What follows belongs to an exercise in optimizing a design on an open flow for small area; a production flow would make more cautious choices.
Only simulation tests tie the RTL to the original design; equivalence was not proved.

==> flow/design.v (excerpt) <==
module mtr_sinc3 #(
    parameter NCH = 16,
    parameter W   = 28
) (
    input  wire             clk,
    input  wire             rst,        
    input  wire [1:0]       osr_sel,    
    input  wire             bit_en,     
    input  wire [NCH-1:0]   mi,         
    output reg              smp_valid,
    output wire [NCH*W-1:0] smp_data
);
For scale: roughly 470 I/O pins.
==> module mtr_sinc3, before the edit <==
module mtr_sinc3 #(
    parameter NCH = 16,
    parameter W   = 28
) (
    input  wire             clk,
    input  wire             rst,        
    input  wire [1:0]       osr_sel,    
    input  wire             bit_en,     
    input  wire [NCH-1:0]   mi,         
    output reg              smp_valid,
    output wire [NCH*W-1:0] smp_data
);
    localparam NP = NCH / 2;    
    localparam WA = 25;         
    localparam WB = 27;         
    localparam WC = 28;         
    localparam WH = 21;         
    reg [1:0] osr_q;
    always @(posedge clk) begin
        if (rst)
            osr_q <= osr_sel;
    end
    reg            ph;
    reg            pend;
    reg            proc_b;
    reg  [NCH-1:0] xq;
    reg  [NP-1:0]  xqb;
    wire           proc_a = pend & ~ph;
    wire           proc   = proc_a | proc_b;
    always @(posedge clk) begin
        if (rst) begin
            ph     <= 1'b0;
            pend   <= 1'b0;
            proc_b <= 1'b0;
        end else begin
            ph     <= ~ph;
            pend   <= bit_en | (pend & ~proc_a);
            proc_b <= proc_a;
        end
    end
    integer k;
    always @(posedge clk) begin
        if (!rst && bit_en)
            xq <= mi;
        for (k = 0; k < NP; k = k + 1)
            xqb[k] <= xq[2*k+1];
    end
    reg  [14:0]   u;
    reg  [WH-1:0] h_a, h_b, h_c;
    reg           p0;       
    wire [1:0]    osr_i = rst ? osr_sel : osr_q;
    reg  [14:0]   s_step;   
    reg  [14:0]   u_last;   
    reg  [WH-1:0] hi_m;     
    reg           x_m;      
    reg  [WH-1:0] hb0, hc0;
    always @(*) begin
        case (osr_i)
            2'd0: begin
                s_step = 15'd512; u_last = 15'd32256; hi_m = {{(WH-15){1'b1}}, 15'd0}; x_m = u[14];
                hb0 = 21'd63 << 14; hc0 = 21'd65 << 14;
            end
            2'd1: begin
                s_step = 15'd64;  u_last = 15'd8128;  hi_m = {{(WH-13){1'b1}}, 13'd0}; x_m = u[12];
                hb0 = 21'd127 << 12; hc0 = 21'd129 << 12;
            end
            2'd2: begin
                s_step = 15'd8;   u_last = 15'd2040;  hi_m = {{(WH-11){1'b1}}, 11'd0}; x_m = u[10];
                hb0 = 21'd255 << 10; hc0 = 21'd257 << 10;
            end
            default: begin
                s_step = 15'd1;   u_last = 15'd511;   hi_m = {{(WH-9){1'b1}}, 9'd0};   x_m = u[8];
                hb0 = 21'd511 << 8; hc0 = 21'd513 << 8;
            end
        endcase
    end
    reg           first;    
    reg           last;     
    wire [WH-1:0] d_b = ({{(WH-16){1'b0}}, u, 1'b0} & ~hi_m) | ({WH{~x_m}} & hi_m);
    wire [WH-1:0] d_c = {{(WH-15){1'b0}}, u} | hi_m;
    wire [14:0]   u_n;
    wire [WH-1:0] h_a_n, h_b_n, h_c_n;
    mtr_sinc3_rca #(.W(15)) u_add_u (.a(u),   .b(s_step),                        .ci(1'b0), .s(u_n));
    mtr_sinc3_rca #(.W(WH)) u_add_ha (.a(h_a), .b({{(WH-15){1'b0}}, u}),        .ci(1'b0), .s(h_a_n));
    mtr_sinc3_rca #(.W(WH)) u_add_hb (.a(h_b), .b(~d_b),                         .ci(1'b1), .s(h_b_n));
    mtr_sinc3_rca #(.W(WH)) u_add_hc (.a(h_c), .b(d_c),                          .ci(1'b0), .s(h_c_n));
    always @(posedge clk) begin
        if (rst || (proc_b && last)) begin
            first <= 1'b1;
            last  <= 1'b0;
            u   <= 15'd0;
            h_a <= {WH{1'b0}};
            h_b <= hb0;
            h_c <= hc0;
        end else if (proc_b) begin
            first <= 1'b0;
            last  <= (u_n == u_last);
            u   <= u_n;
            h_a <= h_a_n;
            h_b <= h_b_n;
            h_c <= h_c_n;
        end
    end
    always @(posedge clk) begin
        if (rst)
            p0 <= 1'b1;
        else if (proc_b)
            p0 <= 1'b0;
    end
    always @(posedge clk) begin
        if (rst)
            smp_valid <= 1'b0;
        else
            smp_valid <= proc_b & last;
    end
    wire          pend_nx   = ~rst & (bit_en | (pend & ~proc_a));
    wire          proc_nx   = ~rst & ((pend_nx & ph) | proc_a);
    wire          first_nx  = (rst | (proc_b & last)) | (first & ~proc_b);
    wire          p0_nx     = rst | (p0 & ~proc_b);
    reg           proc_q, start_q, shift_q;
    always @(posedge clk) begin
        proc_q  <= proc_nx;
        start_q <= proc_nx & first_nx;
        shift_q <= proc_nx & first_nx & ~p0_nx;
    end
    wire          keep  = ~start_q;              
    wire          shift = shift_q;               
    wire [WH-1:0] ga = h_a;
    wire [WH-1:0] gb = h_b;
    wire [WH-1:0] gc = h_c;
    genvar p;
    generate
        for (p = 0; p < NP; p = p + 1) begin : g_pair
            reg  [WA-1:0] a1n, a2n;
            reg  [WB-1:0] b1n, b2n;
            reg  [WC-1:0] c1, c2;
            wire x = proc_q & (ph ? xqb[p] : xq[2*p]);
            wire [WA-1:0] an_in = a1n | {WA{~keep}};
            wire [WB-1:0] bn_in = ~(({{(WB-WA){1'b0}}, ~a1n} & {WB{shift}}) | (~b1n & {WB{keep}}));
            wire [WC-1:0] c_in  = ({1'b0, ~b1n} & {WC{shift}}) | (c1 & {WC{keep}});
            wire [WA-1:0] an_sum;
            wire [WB-1:0] bn_sum;
            wire [WC-1:0] c_sum;
            mtr_sinc3_rca #(.W(WA)) u_add_a (.a(an_in), .b({{(WA-WH+1){1'b1}}, ~(ga[WH-2:0] & {(WH-1){x}})}), .ci(1'b1), .s(an_sum));
            mtr_sinc3_rca #(.W(WB)) u_add_b (.a(bn_in), .b({{(WB-WH){1'b1}}, ~(gb & {WH{x}})}), .ci(1'b1), .s(bn_sum));
            mtr_sinc3_rca #(.W(WC)) u_add_c (.a(c_in), .b({{(WC-WH){1'b0}}, gc & {WH{x}}}), .ci(1'b0), .s(c_sum));
            always @(posedge clk) begin
                a2n <= an_sum;
                b2n <= bn_sum;
                c2  <= c_sum;
                a1n <= a2n;
                b1n <= b2n;
                c1  <= c2;
            end
            assign smp_data[(2*p)*W   +: W] = c1;
            assign smp_data[(2*p+1)*W +: W] = c2;
        end
    endgenerate
endmodule
Settings: LEC_CHECK=0, ABC_AREA=1, CAP_MARGIN=20, CORE_MARGIN=2, CORE_UTILIZATION=55, PLACE_DENSITY=0.7, SLEW_MARGIN=20; clock period 12.0 ns.
standard.sh (not shown) runs the stock make flow with config.mk's settings and CLKGATE_MAP_FILE= SYNTH_SCRIPT=/design/flow/synth_recipe.tcl, a recipe that flattens the netlist after the stock synthesis.
==> flow/flow/run.sh <==
#!/bin/bash
# Layout flow: the standard ORFS flow (standard.sh, with the standard
# synthesis unchanged), with two changes: minimum-size port buffers, and a
# clock tree of clkbuf_16 buffers with larger sink clusters and no dummy
# loads. The make output goes to make_finish.log; ORFS keeps each step's own
# log under orfs/logs/.
set -euo pipefail
bash standard.sh \
  "BUFFER_PORTS_ARGS=-buffer_cell sky130_fd_sc_hd__buf_1" \
  "CTS_ARGS=-sink_clustering_enable -repair_clock_nets -dont_use_dummy_load -buf_list {sky130_fd_sc_hd__clkbuf_16} -sink_clustering_size 24 -sink_clustering_max_diameter 80" \
  finish > make_finish.log 2>&1
Next try:
--- a/flow/design.v
+++ b/flow/design.v
@@ -40,12 +40,13 @@
     end
     integer k;
     always @(posedge clk) begin
         if (!rst && bit_en)
             xq <= mi;
-        for (k = 0; k < NP; k = k + 1)
-            xqb[k] <= xq[2*k+1];
+        if (proc_a)
+            for (k = 0; k < NP; k = k + 1)
+                xqb[k] <= xq[2*k+1];
     end
     reg  [14:0]   u;
     reg  [WH-1:0] h_a, h_b, h_c;
     reg           p0;       
     wire [1:0]    osr_i = rst ? osr_sel : osr_q;
@@ -111,32 +112,23 @@
         if (rst)
             smp_valid <= 1'b0;
         else
             smp_valid <= proc_b & last;
     end
-    wire          pend_nx   = ~rst & (bit_en | (pend & ~proc_a));
-    wire          proc_nx   = ~rst & ((pend_nx & ph) | proc_a);
-    wire          first_nx  = (rst | (proc_b & last)) | (first & ~proc_b);
-    wire          p0_nx     = rst | (p0 & ~proc_b);
-    reg           proc_q, start_q, shift_q;
-    always @(posedge clk) begin
-        proc_q  <= proc_nx;
-        start_q <= proc_nx & first_nx;
-        shift_q <= proc_nx & first_nx & ~p0_nx;
-    end
-    wire          keep  = ~start_q;              
-    wire          shift = shift_q;               
+    wire          start = proc & first;
+    wire          keep  = ~start;                
+    wire          shift = start & ~p0;           
     wire [WH-1:0] ga = h_a;
     wire [WH-1:0] gb = h_b;
     wire [WH-1:0] gc = h_c;
     genvar p;
     generate
         for (p = 0; p < NP; p = p + 1) begin : g_pair
             reg  [WA-1:0] a1n, a2n;
             reg  [WB-1:0] b1n, b2n;
             reg  [WC-1:0] c1, c2;
-            wire x = proc_q & (ph ? xqb[p] : xq[2*p]);
+            wire x = proc & (ph ? xqb[p] : xq[2*p]);
             wire [WA-1:0] an_in = a1n | {WA{~keep}};
             wire [WB-1:0] bn_in = ~(({{(WB-WA){1'b0}}, ~a1n} & {WB{shift}}) | (~b1n & {WB{keep}}));
             wire [WC-1:0] c_in  = ({1'b0, ~b1n} & {WC{shift}}) | (c1 & {WC{keep}});
             wire [WA-1:0] an_sum;
             wire [WB-1:0] bn_sum;
=>
- The changed run completed without violations
- setup slack loses 0.062 ns
- design area rose slightly
- final cell count hardly moves
- sequential share of layout area goes down by 0.41 points
- via count drops slightly
- synthesized area stays flat
- count of clock-buffer cells in the layout is higher by 1

re-timing with driven ports:
In the flow no input, the clock included, has a driving cell. The finished layouts below were timed again as built, in two steps. Step 1 (the two cells are an assumption about what drives the block):
set clk [get_ports {clk}]
set_driving_cell -lib_cell sky130_fd_sc_hd__clkbuf_16 $clk
set_driving_cell -lib_cell sky130_fd_sc_hd__buf_2 [delete_from_list [all_inputs] $clk]
Step 2 also shifts input and output timing later by t, the mid clock arrival at the registers, as if the neighbouring blocks saw the same clock. Slacks: ideal ports / drivers / drivers and shift; pairs: ideal ports / drivers.
| run | t (ns) | slack for setup (ns) | worst hold slack (ns) | worst setup path after step 2 | worst register clock-pin slew, ns |
|---|---|---|---|---|---|
| the first run | 0.701 | 0.394 / 0.394 / 0.394 | 0.271 / 0.271 / 0.271 | register to register | 0.10 / 0.10 |
| the second run | 0.704 | 0.332 / 0.332 / 0.332 | 0.290 / 0.290 / 0.290 | register to register | 0.10 / 0.10 |
After both steps setup and hold are still met in every run listed.
